What follows belongs to an exercise in optimizing a design on an open flow for small area, a short achievable clock period and few clock cycles per item; a production flow would make more cautious choices.
The RTL was checked by simulation tests, not by an equivalence proof against the original design.

## job 2843
## ray_sampler
module ray_sampler (
    input  wire         clk,
    input  wire         rst,
    input  wire         in_valid,
    output wire         in_ready,
    input  wire         wrap,        
    input  wire [8:0]   nu,          
    input  wire [26:0]  cu,          
    input  wire [31:0]  pos_x,       
    input  wire [31:0]  pos_y,       
    input  wire [127:0] taps,        
    output reg          out_valid,
    output reg  [15:0]  s_out,       
    output reg  [23:0]  cu_out,      
    output reg  [16:0]  x0_out,      
    output reg  [16:0]  y0_out       
);
==> flow/config.mk <==
export PLATFORM = sky130hd
export DESIGN_NAME = ray_sampler
export DESIGN_NICKNAME = ray_sampler
export VERILOG_FILES = /design/flow/design.v
export SDC_FILE = /design/flow/constraint.sdc
export NUM_CORES = 4
export LEC_CHECK = 0
export CAP_MARGIN = 20
export CORE_MARGIN = 2
export CORE_UTILIZATION = 65
export CTS_CLUSTER_DIAMETER = 100
export CTS_CLUSTER_SIZE = 30
export SLEW_MARGIN = 20
==> flow/constraint.sdc <==
create_clock -name core_clock -period 25.0 [get_ports {clk}]
set_input_delay 5.0000 -clock core_clock [delete_from_list [all_inputs] [get_ports {clk}]]
set_output_delay 5.0000 -clock core_clock [all_outputs]
set_load 0.01 [all_outputs]
standard.sh (not shown) runs the stock make flow with config.mk's settings and CLKGATE_MAP_FILE= SYNTH_SCRIPT=/design/flow/synth_recipe.tcl, a recipe that flattens the netlist after the stock synthesis.
==> flow/flow/run.sh <==
#!/bin/bash
# Own layout flow: the standard ORFS flow (standard.sh, same config.mk,
# SDC and clock period) with these changes:
#  1. Synthesis runs the standard script (synth_recipe.tcl) with Yosys's generic
#     `abc -fast` inside `synth` skipped (-noabc), so the carry-save trees of
#     the RTL reach extract_fa as written instead of being restructured into
#     xnor/inverter forms. Registers, their names, flattening and renaming are
#     those of the standard synthesis.
#  2. Adders use Yosys's own Brent-Kung carry lookahead instead of ORFS's
#     Kogge-Stone extra map (SYNTH_OPERATIONS_ARGS replaces that map; -noshare
#     is already on every synth call, so repeating it changes nothing else).
#  3. buffer_ports puts a sky130_fd_sc_hd__buf_2 on every input and output
#     instead of its default delay buffer.
#  4. The resizer's timing repair after CTS and global routing aims for
#     SETUP_SLACK_MARGIN ns of setup slack, so it shortens the longest paths;
#     the constraints and the clock period stay the design's.
# make's full output goes to orfs_flow.log here; each ORFS step also writes
# its own log under orfs/logs/.
set -euo pipefail
W=$(pwd)
sed '1s/yosys synth -nofsm -noshare /yosys synth -nofsm -noshare -noabc /' \
    "$W/synth_recipe.tcl" > "$W/own_synth.tcl"
grep -q -- '-noabc' "$W/own_synth.tcl"
bash "$W/standard.sh" "SYNTH_SCRIPT=$W/own_synth.tcl" \
    "SYNTH_OPERATIONS_ARGS=-noshare" \
    "BUFFER_PORTS_ARGS=-buffer_cell sky130_fd_sc_hd__buf_2" \
    "SETUP_SLACK_MARGIN=18.8" \
    "CTS_ARGS=-sink_clustering_enable -repair_clock_nets -sink_clustering_size 30 -sink_clustering_max_diameter 100 -sink_clustering_levels 1" finish \
    > "$W/orfs_flow.log" 2>&1
Testbench counts of job 2843, summed over its fixed seeds: cycles 24,040, items 24,000.
Here is what was changed in the inputs of job 7369 compared with job 2843.
==> flow/flow/run.sh <==
#!/bin/bash
# Own layout flow: the standard ORFS flow with two changes.
#  1. Synthesis: the standard synthesis script, except that Yosys's generic
#     `abc -fast` inside `synth` is skipped (-noabc), so the carry-save trees
#     of the RTL reach extract_fa intact instead of being restructured into
#     xnor/inverter forms. Registers, names, flattening and renaming are the
#     standard ones (same script otherwise).
#  3. Timing repair after CTS and global routing aims for SETUP_MARGIN ns
#     of setup slack (ORFS's SETUP_SLACK_MARGIN), so the resizer shortens the
#     longest register-to-register paths; the constraints stay the design's.
#  4. Adders: Yosys's own Brent-Kung carry lookahead instead of ORFS's
#     Kogge-Stone extra map (SYNTH_OPERATIONS_ARGS replaces that map; -noshare
#     is already on every synth call).
#  2. Port buffers: buffer_ports inserts sky130_fd_sc_hd__buf_2 cells on every
#     input and output instead of its default delay buffer.
set -euo pipefail
W=$(pwd)
sed '1s/yosys synth -nofsm -noshare /yosys synth -nofsm -noshare -noabc /' \
    "$W/synth_recipe.tcl" > "$W/own_synth.tcl"
grep -q -- '-noabc' "$W/own_synth.tcl"
bash "$W/standard.sh" "SYNTH_SCRIPT=$W/own_synth.tcl" \
    "BUFFER_PORTS_ARGS=-buffer_cell sky130_fd_sc_hd__buf_2" \
    "SETUP_SLACK_MARGIN=18.8" "SYNTH_OPERATIONS_ARGS=-noshare" finish \
    > "$W/orfs_flow.log" 2>&1
==> summary.txt <==
Per the final summary, job 7369 finished and its layout is clean on timing, DRC and antenna.
Diff job 2843..job 7369 | number of combinational gates with multiple inputs | unchanged
Reported for job 7369 and job 2843, count of inserted tapcells turned out identical to the last digit.
~same multiplexer share of the synthesized area in job 7369 and job 2843
Job 7369 and job 2843 ended up with roughly the same TritonCTS buffer count.
Reported for job 7369 and job 2843, post-layout instance area turned out identical to the last digit.
From job 2843 to job 7369, total grt overflow did not move at all.
Diff job 7369..job 2843 | total of flip-flops plus latches after synthesis | negligible
#### Input delta (job 6952 over job 7369)
- swapping 65 for 80 in CORE_UTILIZATION
Results
- Between job 7369 and job 6952, met1 track demand over resource in global routing increased.
- From job 7369 to job 6952 the numbers moved as follows: global-route wire length before repair picked up an extra about 3.6%, overflow left after global routing neither gained nor lost much, post-layout utilization of the core picked up an extra 15 points.
- The share of the final layout cell area in sequential cells was comparable across job 6952 and job 7369.
- On layout overhead on the synthesized area: between job 6952 and job 7369, it ends up lower for job 6952.
- Job 6952 vs job 7369: number of gates resized after CTS down by more than 10%
- The clock transition at the registers of the reported paths of job 7369 and that of job 6952 are within noise of each other.
- Compare job 6952 and job 7369 | DRC violation total after the first TritonRoute iteration lower: job 7369
- As far as summed instance area of the synthesized netlist goes, job 7369 and job 6952 are indistinguishable; the numbers are identical.
Changes in job 6472 relative to job 6952:
- changing CORE_UTILIZATION from 80 to 65
==> flow/flow/run.sh <==
#!/bin/bash
# Own layout flow: the standard ORFS flow (standard.sh, same config.mk,
# SDC and clock period) with these changes:
#  1. Synthesis runs the standard script (synth_recipe.tcl) with Yosys's generic
#     `abc -fast` inside `synth` skipped (-noabc), so the carry-save trees of
#     the RTL reach extract_fa as written instead of being restructured into
#     xnor/inverter forms. Registers, their names, flattening and renaming are
#     those of the standard synthesis.
#  2. Adders use Yosys's own Brent-Kung carry lookahead instead of ORFS's
#     Kogge-Stone extra map (SYNTH_OPERATIONS_ARGS replaces that map; -noshare
#     is already on every synth call, so repeating it changes nothing else).
#  3. buffer_ports puts a sky130_fd_sc_hd__buf_2 on every input and output
#     instead of its default delay buffer.
#  4. The resizer's timing repair after CTS and global routing aims for
#     SETUP_SLACK_MARGIN ns of setup slack, so it shortens the longest paths;
#     the constraints and the clock period stay the design's.
# make's full output goes to orfs_flow.log here; each ORFS step also writes
# its own log under orfs/logs/.
set -euo pipefail
W=$(pwd)
sed '1s/yosys synth -nofsm -noshare /yosys synth -nofsm -noshare -noabc /' \
    "$W/synth_recipe.tcl" > "$W/own_synth.tcl"
grep -q -- '-noabc' "$W/own_synth.tcl"
bash "$W/standard.sh" "SYNTH_SCRIPT=$W/own_synth.tcl" \
    "SYNTH_OPERATIONS_ARGS=-noshare" \
    "BUFFER_PORTS_ARGS=-buffer_cell sky130_fd_sc_hd__buf_2" \
    "SETUP_SLACK_MARGIN=18.8" finish \
    > "$W/orfs_flow.log" 2>&1
Notes after the runs:
Compared job 6472 vs job 6952, and number of placed instances, taps included is up in job 6472.
Floorplan die area (higher): job 6472
Job 6952 → job 6472: sequential share of layout area held steady.
Placement-stage cell area grows slightly when moving from job 6952 to job 6472.
diff inputs: job 6472 => job 6723
- a change of CTS_CLUSTER_DIAMETER from 100 to 60
- an added PLACE_DENSITY of 0.8
- a change of CORE_UTILIZATION from 65 to 70
==> flow/flow/run.sh <==
#!/bin/bash
# Own layout flow: the standard ORFS flow with two changes.
#  1. Synthesis: the standard synthesis script, except that Yosys's generic
#     `abc -fast` inside `synth` is skipped (-noabc), so the carry-save trees
#     of the RTL reach extract_fa intact instead of being restructured into
#     xnor/inverter forms. Registers, names, flattening and renaming are the
#     standard ones (same script otherwise).
#  3. Timing repair after CTS and global routing aims for SETUP_MARGIN ns
#     of setup slack (ORFS's SETUP_SLACK_MARGIN), so the resizer shortens the
#     longest register-to-register paths; the constraints stay the design's.
#  4. Adders: Yosys's own Brent-Kung carry lookahead instead of ORFS's
#     Kogge-Stone extra map (SYNTH_OPERATIONS_ARGS replaces that map; -noshare
#     is already on every synth call).
#  2. Port buffers: buffer_ports inserts sky130_fd_sc_hd__buf_2 cells on every
#     input and output instead of its default delay buffer.
set -euo pipefail
W=$(pwd)
sed '1s/yosys synth -nofsm -noshare /yosys synth -nofsm -noshare -noabc /' \
    "$W/synth_recipe.tcl" > "$W/own_synth.tcl"
grep -q -- '-noabc' "$W/own_synth.tcl"
bash "$W/standard.sh" "SYNTH_SCRIPT=$W/own_synth.tcl" \
    "BUFFER_PORTS_ARGS=-buffer_cell sky130_fd_sc_hd__buf_2" \
    "SETUP_SLACK_MARGIN=18.8" "SYNTH_OPERATIONS_ARGS=-noshare" finish \
    > "$W/orfs_flow.log" 2>&1
Findings:
- Comparing job 6723 against job 6472, there is no change at all in number of remaining DRC errors.
- Job 6472 and job 6723 ended up with roughly the same inverter count.
- Between job 6723 and job 6472, the difference in global-route wire length before repair is negligible.
- [job 6723] routing usage on met2 rose 4.4 points relative to job 6472
- Job 6723 against job 6472; number of design-rule violations left by the first detailed-router iteration is up by more than 10%.
- Compared with job 6472, job 6723 shows a higher total CTS buffers.
- Summary — width of the chip, job 6723 relative to job 6472: lower, by 11 um.
- Clock tree buffer depth came out exactly the same in job 6723 and job 6472.
- Cmp job 6723 and job 6472 / pin count of the biggest net entering global routing / higher: job 6472
- Comparing job 6472 with job 6723, the hold slack came out essentially unchanged.

afterwards: timing with drivers on the ports:
Ports are ideal in the flow. The routed layouts listed here were re-timed in OpenROAD. Step 1 sets driving cells, clkbuf_16 on the clock port and buf_2 on the other inputs (assumed; they add their load-dependent delay and slew). Step 2 times the ports against the registers' clock, not the clock port: input delays grow and output delays shrink by t, the midpoint of the rising clock arrivals with the driver on. a / b / c = no drivers / after step 1 / after step 2; a / b = the first two.
run	t, ns	slack for setup (ns)	worst setup path after step 2	worst data-port slew with drivers (ns)	pins driven straight from the clock port
job 2843	0.652	18.934 / 18.867 / 18.983	register to register	0.06	1
job 7369	0.652	18.934 / 18.867 / 18.983	register to register	0.06	1
job 6952	0.736	18.811 / 18.743 / 18.892	register to register	0.09	1
job 6472	0.652	18.934 / 18.867 / 18.983	register to register	0.06	1
job 6723	0.700	18.846 / 18.775 / 18.984	register to register	0.06	1
After both steps setup and hold are still met in every run listed.
